This is an optimization exercise on Yosys and OpenROAD, whose aim is small area, a short achievable clock period and few clock cycles per item, not a production implementation.
The RTL was checked by simulation tests, not by an equivalence proof against the original design.

Setup of run 1:
Design qvk_xts_enc, start of the top module:
module qvk_xts_enc (
    input  wire         clk,
    input  wire         rst,
    input  wire [255:0] key1,
    input  wire [255:0] key2,
    input  wire         in_valid,
    output wire         in_ready,
    input  wire         in_first,
    input  wire [127:0] in_tweak,
    input  wire [127:0] in_data,
    output wire         out_valid,
    input  wire         out_ready,
    output wire [127:0] out_data
);
For scale: roughly 900 I/O pins, roughly 76000 sq um of cells after synthesis.
export LEC_CHECK = 0
export CAP_MARGIN = 20
export CORE_MARGIN = 2
export CORE_UTILIZATION = 55
export CTS_BUF_LIST = sky130_fd_sc_hd__clkbuf_4 sky130_fd_sc_hd__clkbuf_8
export SETUP_SLACK_MARGIN = 3.5
export SLEW_MARGIN = 20
export SYNTH_HIERARCHICAL = 1
export SYNTH_MINIMUM_KEEP_SIZE = 0
export TNS_END_PERCENT = 40
create_clock -name core_clock -period 7.0 [get_ports {clk}]
standard.sh (not shown) runs the stock make flow with config.mk's settings and CLKGATE_MAP_FILE= SYNTH_SCRIPT=/design/flow/synth_recipe.tcl, a recipe that flattens the netlist after the stock synthesis.
==> flow/flow/run.sh <==
#!/bin/bash
# Layout with the standard flow (standard.sh), changed in one way only:
# the input and output ports are buffered with sky130_fd_sc_hd__buf_1
# instead of the clkdlybuf4s50_1 delay cell the resizer picks by default.
# Every port still gets its own buffer. ORFS writes each step's log under
# orfs/logs; the make output as a whole goes to standard.log here.
set -euo pipefail
export BUFFER_PORTS_ARGS="-buffer_cell sky130_fd_sc_hd__buf_1"
bash standard.sh > standard.log 2>&1
Run 1 reached the end of the flow, and the finished layout is clean on the timing, DRC and antenna checks.
Testbench counts of run 1, summed over its fixed seeds: cycles 65,052, blocks 4,608.
Here is what was changed in the inputs of run 2 compared with run 1.
Settings: removing TNS_END_PERCENT (formerly 40).
- Run 2 went all the way through the flow, and no timing, DRC or antenna check failed.
- Looking at critical path endpoint, the kreg[68] result is from run 2; the kreg[26] one comes from run 1.
- Lower minimum hold slack was reported by run 2, not run 1.
- Diff run 1 -> run 2: last weighted congestion value of the routability-driven placer increased by about 1.6% relative to the old numbers.
- The routed wire length reported for run 2 is greater than that of run 1 by 2.6%.
- Worst-path cell with the longest stage delay: xor2_1 -> run 2, xor2_2 -> run 1
The following lists how run 3 was set up differently from run 2:
Settings: SETUP_SLACK_MARGIN now 3.3, was 3.5.
==> comparison <==
Summary of run 3 over run 2: number of DRC markers after the initial detailed-route iteration moved down; number of filler cells placed in the layout grew by about 5%.
Diff run 2 -> run 3 | total track usage | decrease of 0.35 points
The run showing the smaller final critical delay including setup and external delays is run 2.
Every run in the comparison, run 2 and run 3, completed the flow with a clean layout.

run A:
qvk_xts_enc, a different RTL version from the one above (not shown whole).
Size in the first run: ~1000 flip-flops, roughly 900 I/O pins.
Settings: LEC_CHECK=0, CAP_MARGIN=20, CORE_MARGIN=2, CORE_UTILIZATION=65, SETUP_SLACK_MARGIN=3.3, SLEW_MARGIN=20, SYNTH_HIERARCHICAL=1, SYNTH_MINIMUM_KEEP_SIZE=0; clock period 7.0 ns.
run.sh (not shown) runs the stock make flow with config.mk's settings and CLKGATE_MAP_FILE= SYNTH_SCRIPT=/design/flow/synth_recipe.tcl, a recipe that flattens the netlist after the stock synthesis.
Stock flow here: none of the scripts above is used.
Testbench counts of run A, summed over its fixed seeds: cycles 65,052, blocks 4,608.
Inputs modified between run A and run B:
Settings: a change of CORE_UTILIZATION from 65 to 40; a change of SETUP_SLACK_MARGIN from 3.3 to 3.2.
==> flow/flow/run.sh (new file) <==
#!/bin/bash
# Layout with the standard flow (standard.sh), changed in one way only:
# the input and output ports are buffered with sky130_fd_sc_hd__buf_1
# instead of the clkdlybuf4s50_1 delay cell the resizer picks by default.
# Every port still gets its own buffer. ORFS writes each step's log under
# orfs/logs; the make output as a whole goes to standard.log here.
set -euo pipefail
export BUFFER_PORTS_ARGS="-buffer_cell sky130_fd_sc_hd__buf_1"
bash standard.sh > standard.log 2>&1
==> flow/standard.sh (new file) <==
#!/bin/bash
# synth_recipe.tcl (not shown) runs the flow's synth.tcl, then flattens the netlist and writes it again
# the make line also repeats each setting of config.mk as NAME=value (left out here)
make -C /OpenROAD-flow-scripts/flow DESIGN_CONFIG=/design/flow/config.mk WORK_HOME=/design/flow/orfs CLKGATE_MAP_FILE= SYNTH_SCRIPT=/design/flow/synth_recipe.tcl "${@:-finish}"
removed: flow/run.sh
Results
Going from run A to run B, number of cells on the critical path went down, worst hold margin went down, via count went down, post-route fraction of the period consumed by the critical path went down, total length of routed wires went up. The final weighted congestion in routability-driven placement of run B is higher than that of run A. For run A, the path type of the worst setup path was in -> reg, unlike run B, where it was reg -> reg.
## Diff of input files: run C against run B
==> flow/run.sh (new file) <==
#!/bin/bash
# synth_recipe.tcl (not shown) runs the flow's synth.tcl, then flattens the netlist and writes it again
# the make line also repeats each setting of config.mk as NAME=value (left out here)
make -C /OpenROAD-flow-scripts/flow DESIGN_CONFIG=/design/flow/config.mk WORK_HOME=/design/flow/orfs CLKGATE_MAP_FILE= SYNTH_SCRIPT=/design/flow/synth_recipe.tcl finish
removed: flow/flow/run.sh
removed: flow/standard.sh
Notes after the runs:
Against run B, pin count of the biggest net entering global routing in run C rose by more than 10%. Going from run B to run C, the layout overhead on the synthesized area was found to have gone up by 8.3 points. Compared with run B, run C instantiates a larger number of standard cells.
Input changes introduced in run D (baseline for comparison: run C):
Settings: SETUP_SLACK_MARGIN changed from 3.2 to 3.4; CORE_UTILIZATION changed from 40 to 55.
==> flow/flow/run.sh (new file) <==
#!/bin/bash
# Layout with the standard flow (standard.sh), changed in one way only:
# the input and output ports are buffered with sky130_fd_sc_hd__buf_1
# instead of the clkdlybuf4s50_1 delay cell the resizer picks by default.
# Every port still gets its own buffer. ORFS writes each step's log under
# orfs/logs; the make output as a whole goes to standard.log here.
set -euo pipefail
export BUFFER_PORTS_ARGS="-buffer_cell sky130_fd_sc_hd__buf_1"
bash standard.sh > standard.log 2>&1
==> flow/standard.sh (new file) <==
#!/bin/bash
# synth_recipe.tcl (not shown) runs the flow's synth.tcl, then flattens the netlist and writes it again
# the make line also repeats each setting of config.mk as NAME=value (left out here)
make -C /OpenROAD-flow-scripts/flow DESIGN_CONFIG=/design/flow/config.mk WORK_HOME=/design/flow/orfs CLKGATE_MAP_FILE= SYNTH_SCRIPT=/design/flow/synth_recipe.tcl "${@:-finish}"
removed: flow/run.sh
--- outcome ---
Run D — number of clock-tree buffers in the layout about 11% lower, run C as reference. Run C reports its origin of the worst setup path as mu[5]$_DFFE_PP_ while run D reports ku[1]$_DFF_P_. Compared with run C, run D shows a cell count that is 5.2% lower.

qvk_xts_enc, a different RTL version from the one above (not shown whole).
Size: about 7,000 cells after synthesis, roughly 900 flip-flops.
==> flow/config.mk <==
export PLATFORM = sky130hd
export DESIGN_NAME = qvk_xts_enc
export DESIGN_NICKNAME = qvk_xts_enc
export VERILOG_FILES = /design/flow/design.v
export SDC_FILE = /design/flow/constraint.sdc
export NUM_CORES = 4
export LEC_CHECK = 0
export CAP_MARGIN = 20
export CORE_MARGIN = 2
export CORE_UTILIZATION = 40
export SETUP_SLACK_MARGIN = 3.5
export SLEW_MARGIN = 20
export SYNTH_HIERARCHICAL = 1
export SYNTH_MINIMUM_KEEP_SIZE = 0
==> flow/constraint.sdc <==
create_clock -name core_clock -period 7.0 [get_ports {clk}]
set_input_delay 1.4000 -clock core_clock [delete_from_list [all_inputs] [get_ports {clk}]]
set_output_delay 1.4000 -clock core_clock [all_outputs]
set_load 0.01 [all_outputs]
standard.sh (not shown) runs the stock make flow with config.mk's settings and CLKGATE_MAP_FILE= SYNTH_SCRIPT=/design/flow/synth_recipe.tcl, a recipe that flattens the netlist after the stock synthesis.
==> flow/flow/run.sh <==
#!/bin/bash
# Layout with the standard flow (standard.sh), changed in one way only:
# the input and output ports are buffered with sky130_fd_sc_hd__buf_1
# instead of the clkdlybuf4s50_1 delay cell the resizer picks by default.
# Every port still gets its own buffer. ORFS writes each step's log under
# orfs/logs; the make output as a whole goes to standard.log here.
set -euo pipefail
export BUFFER_PORTS_ARGS="-buffer_cell sky130_fd_sc_hd__buf_1"
bash standard.sh > standard.log 2>&1
Testbench counts at the start, summed over its fixed seeds: cycles 65,052, blocks 4,608.
==> next run, changes <==
==> flow/run.sh (new file) <==
#!/bin/bash
# synth_recipe.tcl (not shown) runs the flow's synth.tcl, then flattens the netlist and writes it again
# the make line also repeats each setting of config.mk as NAME=value (left out here)
make -C /OpenROAD-flow-scripts/flow DESIGN_CONFIG=/design/flow/config.mk WORK_HOME=/design/flow/orfs CLKGATE_MAP_FILE= SYNTH_SCRIPT=/design/flow/synth_recipe.tcl finish
Settings changed: SETUP_SLACK_MARGIN 3.5 to 3.3.
removed: flow/flow/run.sh
removed: flow/standard.sh
The changed run completed without violations.
Worst setup slack is better by 0.14 ns.
Clock skew went down by 0.0092 ns.
Flip-flop and latch count stays the same.
Synthesized cell count is unchanged.
Sequential share of layout area went up by 0.17 points.
Fmax went up by 3.6%.
Wire length went down by 3.4%.
Hold slack is worse by 0.025 ns.
Global-route usage went down by 0.52 points.

== v42 ==
RTL: one of the versions met above, not the one the previous note started from.
For scale: roughly 7,400 cells after synthesis, about 1,000 flip-flops, about 900 I/O pins, ~77,000 um^2 of cells after synthesis.
Settings: LEC_CHECK=0, CAP_MARGIN=20, CORE_MARGIN=2, CORE_UTILIZATION=55, SETUP_SLACK_MARGIN=3.4, SLEW_MARGIN=20, SYNTH_HIERARCHICAL=1, SYNTH_MINIMUM_KEEP_SIZE=0; clock period 7.0 ns.
run.sh (not shown) runs the stock make flow with config.mk's settings and CLKGATE_MAP_FILE= SYNTH_SCRIPT=/design/flow/synth_recipe.tcl, a recipe that flattens the netlist after the stock synthesis.
Stock flow here: none of the scripts above is used.
Testbench counts of v42, summed over its fixed seeds: cycles 65,052, blocks 4,608.
Input-level comparison between v16 and v42:
-- flow/config.mk --
<<< v42, line 9
export CORE_MARGIN = 2
export CORE_UTILIZATION = 55
export SETUP_SLACK_MARGIN = 3.4
export SLEW_MARGIN = 20
>>> v16, line 9
export CORE_MARGIN = 2
export CORE_UTILIZATION = 40
export SETUP_SLACK_MARGIN = 3.6
export SLEW_MARGIN = 20
- v16 ran to completion and came out clean on the timing, DRC and antenna checks.
- v16 against v42: number of well-tap cells placed increased by about 35% relative to the old numbers, number of instances in the placed design increased by about 6.5% relative to the old numbers.
- Run comparison: v16 timing endpoint of the critical path state[28]$_DFFE_PP_; v42 timing endpoint of the critical path tw_fresh$_SDFFE_PP0P_
- Comparing cell area for v16 and v42, the bigger number came from v16.
- Fraction of the cycle the final worst path needs ends up lower on v16.
- v42 has a lower fmax than v16.
- NOTE number of nets in the final layout v42->v16 increased by a few percent
- Sort v16 and v42 by multi-input gate share of total cell area, descending, and v16 comes first.
- Changes observed in v16 relative to v42: number of filler cells placed in the layout increased by 5,579 relative to the old numbers, setup slack after placement down 110 ps.
Edits applied to the flow inputs when going from v16 to v18:
==> flow/flow/run.sh (new file) <==
#!/bin/bash
# Layout with the standard flow (standard.sh), changed in one way only:
# the input and output ports are buffered with sky130_fd_sc_hd__buf_1
# instead of the clkdlybuf4s50_1 delay cell the resizer picks by default.
# Every port still gets its own buffer. ORFS writes each step's log under
# orfs/logs; the make output as a whole goes to standard.log here.
set -euo pipefail
export BUFFER_PORTS_ARGS="-buffer_cell sky130_fd_sc_hd__buf_1"
bash standard.sh > standard.log 2>&1
==> flow/standard.sh (new file) <==
#!/bin/bash
# synth_recipe.tcl (not shown) runs the flow's synth.tcl, then flattens the netlist and writes it again
# the make line also repeats each setting of config.mk as NAME=value (left out here)
make -C /OpenROAD-flow-scripts/flow DESIGN_CONFIG=/design/flow/config.mk WORK_HOME=/design/flow/orfs CLKGATE_MAP_FILE= SYNTH_SCRIPT=/design/flow/synth_recipe.tcl "${@:-finish}"
-- flow/config.mk --
<<< v16, line 9
export CORE_MARGIN = 2
export CORE_UTILIZATION = 40
export SETUP_SLACK_MARGIN = 3.6
export SLEW_MARGIN = 20
>>> v18, line 9
export CORE_MARGIN = 2
export CORE_UTILIZATION = 55
export CTS_BUF_LIST = sky130_fd_sc_hd__clkbuf_4 sky130_fd_sc_hd__clkbuf_8
export SETUP_SLACK_MARGIN = 3.3
export SLEW_MARGIN = 20
removed: flow/run.sh
Notes after the runs:
Share of the clock period used by the worst path after layout, v16 and v18: lower on v16
Compared with v16, number of placement rows in v18 decreased by more than 10%.
v18: full flow OK, the timing, DRC and antenna checks passed

port drivers added, routing unchanged:
In the flow no input, the clock included, has a driving cell. The finished layouts below were timed again as built, in two steps. Step 1 assumes that a clkbuf_16 drives the clock port and a buf_2 every other input. Step 2 also shifts input and output timing later by t, the mid clock arrival at the registers, as if the neighbouring blocks saw the same clock. Three values: ideal, step 1, step 2; two values: the first two.
| run | t (ns) | setup slack, ns | clock arrival spread, ns | worst register clock-pin slew, ns | worst data-port slew with drivers (ns) |
|---|---|---|---|---|---|
| run 1 | 1.014 | 3.349 / 3.324 / 2.707 | 0.046 / 0.045 | 0.07 / 0.07 | 0.17 |
| run 2 | 1.012 | 3.417 / 3.417 / 2.626 | 0.036 / 0.036 | 0.08 / 0.08 | 0.14 |
| run 3 | 1.016 | 3.303 / 3.303 / 2.401 | 0.045 / 0.045 | 0.07 / 0.07 | 0.16 |
| run A | 0.781 | 3.216 / 3.243 / 2.489 | 0.025 / 0.024 | 0.07 / 0.07 | 0.21 |
| run B | 0.834 | 3.247 / 3.247 / 2.796 | 0.039 / 0.038 | 0.07 / 0.07 | 0.33 |
| run C | 0.841 | 3.186 / 3.186 / 2.477 | 0.038 / 0.038 | 0.07 / 0.07 | 0.28 |
| run D | 0.806 | 3.364 / 3.364 / 2.910 | 0.045 / 0.045 | 0.07 / 0.07 | 0.13 |
| the first run of note 3 | 0.858 | 2.944 / 2.944 / 2.682 | 0.046 / 0.046 | 0.07 / 0.07 | 0.31 |
| the second run of note 3 | 0.849 | 3.083 / 3.083 / 2.604 | 0.034 / 0.034 | 0.07 / 0.07 | 0.28 |
| v42 | 0.806 | 3.301 / 3.317 / 2.544 | 0.036 / 0.035 | 0.07 / 0.07 | 0.11 |
| v16 | 0.841 | 3.326 / 3.326 / 2.710 | 0.035 / 0.034 | 0.07 / 0.07 | 0.29 |
| v18 | 0.994 | 3.304 / 3.304 / 2.923 | 0.047 / 0.047 | 0.08 / 0.08 | 0.13 |
After both steps every run listed still meets setup and hold. For run 3, which loses most, drivers alone change the setup slack by 0.000 ns; drivers and shift together by -0.902 ns.
